What follows belongs to an exercise in optimizing a design on an open flow for small area, a short achievable clock period and few clock cycles; a production flow would make more cautious choices.

## willow
==> flow/design.v <==
module hyb_encoder (
    input  wire        clk,
    input  wire        rst,
    input  wire [19:0] cfg_knee0,        
    input  wire [19:0] cfg_knee1,        
    input  wire [19:0] cfg_knee2,        
    input  wire [2:0]  cfg_log2_s,       
    input  wire [25:0] cfg_period_ns,    
    input  wire [4:0]  cfg_width,        
    input  wire        cfg_dither_en,    
    input  wire        cfg_colour_rot,   
    input  wire [1:0]  cfg_fc,           
    input  wire        in_valid,
    output reg         in_ready,
    input  wire [19:0] in_p,
    input  wire [3:0]  in_trim,          
    input  wire [1:0]  in_colour,
    input  wire        in_x0,            
    input  wire        in_y0,            
    output reg         out_valid,
    output reg  [7:0]  out_a,
    output reg  [16:0] out_h,
    output reg  [9:0]  lad_addr,         
    input  wire [19:0] lad_rdata
);
    localparam [2:0] S_IDLE   = 3'd0,    
                     S_SEARCH = 3'd1,    
                     S_DEC    = 3'd2,    
                     S_FETCH  = 3'd3,    
                     S_WAIT   = 3'd4,    
                     S_ZERO   = 3'd5;    
    wire [2:0] k_req = (cfg_log2_s == 3'd7) ? 3'd6 : cfg_log2_s;
    reg  [2:0] k_use;
    integer jx;
    always @(*) begin
        k_use = 3'd0;
        for (jx = 1; jx <= 6; jx = jx + 1)
            if (jx <= k_req && {6'd0, cfg_period_ns} >= (32'd130208 << jx))
                k_use = jx[2:0];
    end
    reg [2:0] k_r;
    reg [4:0] width_r;
    reg [1:0] fc_r;
    reg       rot_r, dith_r;
    always @(posedge clk) begin
        k_r     <= k_use;
        width_r <= (cfg_width > 5'd16) ? 5'd16 : cfg_width;
        fc_r    <= cfg_fc;
        rot_r   <= cfg_colour_rot;
        dith_r  <= cfg_dither_en;
    end
    reg [2:0]  st;
    reg        fetch_r;       
    reg        fast_r;        
    reg [4:0]  s;             
    reg [19:0] p_r;
    reg [17:0] k_r2;          
    reg [3:0]  trim_r;
    reg [1:0]  col_r;
    reg        x0_r, y0_r;
    reg [7:0]  mp;            
    reg [7:0]  mk;            
    reg [19:0] lpa;           
    reg        lv;
    reg [7:0]  a_r;
    reg        zero_r;
    reg [3:0]  d_r;           
    reg [19:0] kc_raw;
    always @(*) begin
        case (in_colour)
            2'd0:    kc_raw = cfg_knee0;
            2'd1:    kc_raw = cfg_knee1;
            default: kc_raw = cfg_knee2;
        endcase
    end
    wire [17:0] kc_in = (kc_raw < 20'h01000) ? 18'h01000 :
                        (kc_raw > 20'h30000) ? 18'h30000 : kc_raw[17:0];
    wire        bneg0 = trim_r[1];
    wire        bone0 = trim_r[0];
    wire        btwo0 = trim_r[1] & ~trim_r[0];
    wire        bneg1 = trim_r[3] & ~(trim_r[2] & trim_r[1]);
    wire        bone1 = trim_r[2] ^ trim_r[1];
    wire        btwo1 = (trim_r[3] & ~trim_r[2] & ~trim_r[1]) | (~trim_r[3] & trim_r[2] & trim_r[1]);
    wire [19:0] bm0   = ({20{bone0}} & {2'b0, k_r2}) | ({20{btwo0}} & {1'b0, k_r2, 1'b0});
    wire [19:0] bm1   = ({20{bone1}} & {2'b0, k_r2}) | ({20{btwo1}} & {1'b0, k_r2, 1'b0});
    wire [22:0] kx    = {k_r2, 3'b0, bneg0 & bneg1, bneg0 ^ bneg1};
    wire [22:0] ky    = bneg0 ? ~{3'b0, bm0} : {3'b0, bm0};
    wire [22:0] kz    = bneg1 ? ~{1'b0, bm1, 2'b0} : {1'b0, bm1, 2'b0};
    wire [22:0] ks    = kx ^ ky ^ kz;
    wire [22:0] kcy   = {(kx[21:0] & ky[21:0]) | (kx[21:0] & kz[21:0]) | (ky[21:0] & kz[21:0]), 1'b0};
    wire [5:0]  klow  = {1'b0, ks[4:0]} + {1'b0, kcy[4:0]};
    wire [17:0] k_add = k_r2 + lpa[17:0] + {17'd0, lpa[18]};
    reg [1:0] m_dith;
    always @(*) begin
        case ({y0_r, x0_r})
            2'b00:   m_dith = 2'd0;
            2'b01:   m_dith = 2'd2;
            2'b10:   m_dith = 2'd3;
            default: m_dith = 2'd1;
        endcase
    end
    wire [1:0] cr    = rot_r ? col_r : 2'd0;
    wire [1:0] phi   = dith_r ? (m_dith + fc_r + cr) : 2'd0;
    wire [6:0] wphi  = width_r * phi;
    wire [3:0] d_w   = wphi[5:2];                           
    wire [1:0] c_w   = dith_r ? phi : 2'd2;                 
    wire        s_p   = s[0];                     
    wire [4:0]  s_m1  = s - 5'd1;
    wire [2:0]  bidx  = 3'd7 - s_m1[3:1];         
    wire [7:0]  bit_b = 8'd1 << bidx;
    wire [7:0]  mask1 = ((8'd1 << bidx) - 8'd1) >> 1;       
    wire [7:0]  m_cur = s_p ? mp : mk;
    wire [19:0] key   = s_p ? p_r : {2'b0, k_r2};
    wire        lt    = lad_rdata < key;
    wire [7:0]  m_lt  = m_cur | bit_b;
    wire [7:0]  nx0   = m_cur | mask1;
    wire [7:0]  nx1   = m_cur | bit_b | mask1;
    wire [8:0]  f0s   = {1'b0, mk} + {5'd0, d_r};
    wire [8:0]  f1s   = {1'b0, mk | 8'd1} + {5'd0, d_r};
    wire [7:0]  f0    = f0s[8] ? 8'd255 : f0s[7:0];
    wire [7:0]  f1    = f1s[8] ? 8'd255 : f1s[7:0];
    reg  [7:0]  f0_r, f1_r;
    wire        g0    = f0_r > mp;                
    wire        g1    = f1_r > mp;
    wire [7:0]  a0    = g0 ? f0_r : mp;
    wire [7:0]  a1    = g1 ? f1_r : mp;
    wire        fetch0 = g0 || !lv;
    wire        fetch1 = g1 || !lv;
    wire        h10   = (f0 > (mp | 8'd1)) || !lv;
    wire        h11   = (f1 > (mp | 8'd1)) || !lv;
    wire        fast0 = !(f0 > mp) && !(f1 > mp);    
    wire        fast1 = !h10 && !h11;
    reg         dv_busy;
    reg         dv_init;
    reg  [4:0]  dv_cnt;
    reg  [19:0] dv_rem;
    reg  [19:0] dv_l;
    reg  [19:0] dv_q;
    reg  [7:0]  dv_a;
    reg  [1:0]  dv_c;
    reg  [1:0]  c_r;
    wire [21:0] sub  = {1'b0, dv_rem, 1'b0} - {2'b0, dv_l};
    wire        qb   = !sub[21];
    wire        last = dv_busy && (dv_cnt == 5'd1);
    wire        dfree = !dv_busy || last;        
    wire        hand_f  = (st == S_SEARCH) && (s == 5'd16) && fast_r;
    wire        hand    = (st == S_ZERO) || (st == S_DEC && !fetch_r) ||
                          (st == S_FETCH) || (st == S_WAIT) || hand_f;
    wire        handoff = hand && dfree;
    wire        accept  = in_ready && in_valid;
    reg [2:0] st_n;
    always @(*) begin
        st_n = st;
        case (st)
            S_SEARCH: if (s == 5'd16) st_n = fast_r ? (handoff ? S_IDLE : S_WAIT) : S_DEC;
            S_DEC:    st_n = fetch_r ? S_FETCH : (handoff ? S_IDLE : S_WAIT);
            S_FETCH, S_WAIT, S_ZERO: if (handoff) st_n = S_IDLE; else st_n = S_WAIT;
            default: ;
        endcase
        if (accept) st_n = (in_p == 20'd0) ? S_ZERO : S_SEARCH;
    end
    wire fetch_n = (st == S_SEARCH && s == 5'd16) ? (lt ? fetch1 : fetch0) : fetch_r;
    wire fast_n  = (st == S_SEARCH && s == 5'd15) ? (lt ? fast1 : fast0) : fast_r;
    wire busy_n  = handoff || (dv_busy && !last);
    wire cnt1_n  = handoff ? 1'b0 : (dv_cnt == 5'd2);
    wire free_n  = !busy_n || cnt1_n;
    wire        h_eq  = (st != S_FETCH) && (p_r == lpa);
    reg         dv_eq, eq_o;
    wire [16:0] h_pow = 17'd1024 << k_r;
    wire [19:0] o_sum = dv_q + {17'd0, c_o, 1'b1};
    reg  [1:0]  c_o;
    reg         last_q;
    reg [7:0] la0, la1;
    always @(*) begin
        la0 = lad_addr[7:0];
        la1 = lad_addr[7:0];
        if (st == S_SEARCH) begin
            if (s == 5'd0) begin
                la0 = 8'd127;                     
                la1 = 8'd127;
            end else if (s <= 5'd14) begin
                la0 = nx0;
                la1 = nx1;
            end else if (s == 5'd16) begin
                la0 = a0;                         
                la1 = a1;
            end
        end
        if (accept) begin
            la0 = 8'd127;                         
            la1 = 8'd127;
        end
    end
    always @(posedge clk) begin
        lad_addr <= {accept ? in_colour : col_r, lt ? la1 : la0};
        st <= st_n;
        fetch_r <= fetch_n;
        fast_r  <= fast_n;
        f0_r    <= f0;
        f1_r    <= f1;
        in_ready <= (st_n == S_IDLE) ||
                    (free_n && ((st_n == S_DEC && !fetch_n) || st_n == S_FETCH ||
                                st_n == S_WAIT || st_n == S_ZERO ||
                                (st_n == S_SEARCH && s == 5'd15 && fast_n)));
        s <= s + 5'd1;
        if (st == S_SEARCH) begin
            if (s == 5'd0) begin
                k_r2     <= ks[22:5];
                lpa      <= {1'b0, klow[5], kcy[22:5]};
                c_r      <= c_w;
                d_r      <= d_w;
            end else begin
                if (s == 5'd1)
                    k_r2 <= k_add;
                if (s_p) begin
                    if (lt) mp <= m_lt;
                    else begin
                        lpa <= lad_rdata;
                        lv  <= 1'b1;
                    end
                end else begin
                    if (lt) mk <= m_lt;
                end
                if (s == 5'd16) begin
                    a_r      <= lt ? a1 : a0;
                end
            end
        end
        if (st == S_FETCH)
            lpa <= lad_rdata;
        if (accept) begin
            s        <= 5'd0;
            p_r      <= in_p;
            zero_r   <= (in_p == 20'd0);
            k_r2     <= kc_in;
            trim_r   <= in_trim;
            col_r    <= in_colour;
            x0_r     <= in_x0;
            y0_r     <= in_y0;
            mp       <= 8'd0;
            mk       <= 8'd0;
            lv       <= 1'b0;
        end
        if (dv_busy)
            dv_q <= {dv_init ? 19'd0 : dv_q[18:0], qb};
        if (handoff) begin
            dv_cnt  <= (zero_r || h_eq) ? 5'd2 : (5'd13 + {2'd0, k_r});
            dv_eq   <= h_eq && !zero_r;
            dv_init <= 1'b1;
            dv_rem  <= p_r;
            dv_l    <= zero_r ? 20'hFFFFF : (st == S_FETCH) ? lad_rdata : lpa;
            dv_a    <= zero_r ? 8'd0 : hand_f ? (lt ? a1 : a0) : a_r;
            dv_c    <= c_r;
        end else if (dv_busy) begin
            dv_cnt  <= dv_cnt - 5'd1;
            dv_init <= 1'b0;
            dv_rem  <= qb ? sub[19:0] : {dv_rem[18:0], 1'b0};
        end
        dv_busy <= busy_n;
        last_q <= last;
        if (last) begin
            out_a <= dv_a;
            c_o   <= dv_c;
            eq_o  <= dv_eq;
        end
        out_valid <= last_q;
        out_h     <= eq_o ? h_pow : o_sum[19:3];
        if (rst) begin
            st        <= S_IDLE;
            dv_busy   <= 1'b0;
            last_q    <= 1'b0;
            out_valid <= 1'b0;
            in_ready  <= 1'b0;
        end
    end
endmodule
clock: 10.0 ns
lec_check: 0
cap_margin: 20
core_margin: 2
core_utilization: 40
slew_margin: 20
standard.sh (not shown) runs the stock make flow with config.mk's settings and CLKGATE_MAP_FILE= SYNTH_SCRIPT=/design/flow/synth_recipe.tcl, a recipe that flattens the netlist after the stock synthesis.
==> flow/flow/run.sh <==
#!/bin/bash
set -euo pipefail
export SETUP_SLACK_MARGIN=6.0
export BUFFER_PORTS_ARGS="-buffer_cell sky130_fd_sc_hd__buf_4"
bash standard.sh > flow_make.log 2>&1
Both conditions hold for willow: the flow ran to the end and the final layout passed the timing, DRC and antenna checks.
#### Input delta (zinc over willow)
-- flow/design.v --
<<< willow, line 148
                          (st == S_FETCH) || (st == S_WAIT) || hand_f;
    wire        handoff = hand && dfree;
    wire        accept  = in_ready && in_valid;
    reg [2:0] st_n;
>>> zinc, line 148
                          (st == S_FETCH) || (st == S_WAIT) || hand_f;
    wire        handoff = hand && dfree;
    reg         zp;
    wire        zskip   = (st == S_ZERO) && !dfree && !zp;
    wire        accept  = in_ready && in_valid;
    reg [2:0] st_n;
<<< willow, line 155
            S_SEARCH: if (s == 5'd16) st_n = fast_r ? (handoff ? S_IDLE : S_WAIT) : S_DEC;
            S_DEC:    st_n = fetch_r ? S_FETCH : (handoff ? S_IDLE : S_WAIT);
            S_FETCH, S_WAIT, S_ZERO: if (handoff) st_n = S_IDLE; else st_n = S_WAIT;
            default: ;
        endcase
>>> zinc, line 157
            S_SEARCH: if (s == 5'd16) st_n = fast_r ? (handoff ? S_IDLE : S_WAIT) : S_DEC;
            S_DEC:    st_n = fetch_r ? S_FETCH : (handoff ? S_IDLE : S_WAIT);
            S_FETCH, S_WAIT: if (handoff) st_n = S_IDLE; else st_n = S_WAIT;
            S_ZERO:   st_n = (handoff || zskip) ? S_IDLE : S_WAIT;
            default: ;
        endcase
<<< willow, line 170
    wire [19:0] o_sum = dv_q + {17'd0, c_o, 1'b1};
    reg  [1:0]  c_o;
    reg         last_q;
    reg [7:0] la0, la1;
    always @(*) begin
>>> zinc, line 173
    wire [19:0] o_sum = dv_q + {17'd0, c_o, 1'b1};
    reg  [1:0]  c_o;
    reg  [7:0]  a_o;
    reg         last_q, zq;
    reg [7:0] la0, la1;
    always @(*) begin
<<< willow, line 199
        f0_r    <= f0;
        f1_r    <= f1;
        in_ready <= (st_n == S_IDLE) ||
                    (free_n && ((st_n == S_DEC && !fetch_n) || st_n == S_FETCH ||
                                st_n == S_WAIT || st_n == S_ZERO ||
                                (st_n == S_SEARCH && s == 5'd15 && fast_n)));
        s <= s + 5'd1;
>>> zinc, line 203
        f0_r    <= f0;
        f1_r    <= f1;
        in_ready <= (st_n == S_IDLE) || (st_n == S_ZERO && !zp) ||
                    (free_n && ((st_n == S_DEC && !fetch_n) || st_n == S_FETCH ||
                                st_n == S_WAIT || (st_n == S_ZERO && !zp) ||
                                (st_n == S_SEARCH && s == 5'd15 && fast_n)));
        s <= s + 5'd1;
<<< willow, line 260
        last_q <= last;
        if (last) begin
            out_a <= dv_a;
            c_o   <= dv_c;
            eq_o  <= dv_eq;
        end
        out_valid <= last_q;
        out_h     <= eq_o ? h_pow : o_sum[19:3];
        if (rst) begin
            st        <= S_IDLE;
            dv_busy   <= 1'b0;
            last_q    <= 1'b0;
            out_valid <= 1'b0;
            in_ready  <= 1'b0;
>>> zinc, line 264
        last_q <= last;
        if (last) begin
            a_o  <= dv_a;
            c_o  <= dv_c;
            eq_o <= dv_eq;
        end
        zq <= last_q && zp;
        if (zskip)
            zp <= 1'b1;
        else if (zq)
            zp <= 1'b0;
        out_valid <= last_q || zq;
        out_a     <= zq ? 8'd0 : a_o;
        out_h     <= zq ? 17'd0 : eq_o ? h_pow : o_sum[19:3];
        if (rst) begin
            st        <= S_IDLE;
            dv_busy   <= 1'b0;
            last_q    <= 1'b0;
            zq        <= 1'b0;
            zp        <= 1'b0;
            out_valid <= 1'b0;
            in_ready  <= 1'b0;
### Flow results
On zinc: highest attainable clock frequency is 2.6% lower than what willow gave.
For the flip-flop and latch count, zinc came in 10 higher than willow did.
Of willow and zinc, the higher final period utilization belongs to zinc.
zinc vs willow: number of non-filler instances in the completed layout up in zinc
Of willow and zinc, the run reporting the higher non-clock buffer count was willow.
Sort willow and zinc by share of the final layout cell area in multi-input gates asc -> top: zinc
Compared with willow, in zinc sum of routed wire length over all layers now sits lower, synthesis-to-finish area growth now sits lower, number of search-and-repair iterations in the first detailed-routing pass now sits lower.
No functional check of the RTL was part of any run of this note.

[afterwards: timing with drivers on the ports]
How much do the figures lean on ideal ports? The routed layouts below were timed once more, with nothing changed but the port constraints. Step 1: set_driving_cell puts a clkbuf_16 on clk and a buf_2 on each other input, an assumption about the parent block. Step 2 times the ports against the registers' clock, not the clock port: input delays grow and output delays shrink by t, the midpoint of the rising clock arrivals with the driver on. Slacks: ideal ports / drivers / drivers and shift; pairs: ideal ports / drivers.
| run | shift t [ns] | slack for setup (ns) | worst setup path at the end | worst register clock-pin slew, ns |
|---|---|---|---|---|
| willow | 0.623 | 6.051 / 6.083 / 5.460 | input to register | 0.07 / 0.07 |
| zinc | 0.624 | 5.946 / 5.967 / 5.343 | input to register | 0.06 / 0.06 |
After both steps setup and hold are still met in every run listed. For zinc, which loses most, drivers alone change the setup slack by +0.021 ns; drivers and shift together by -0.603 ns.
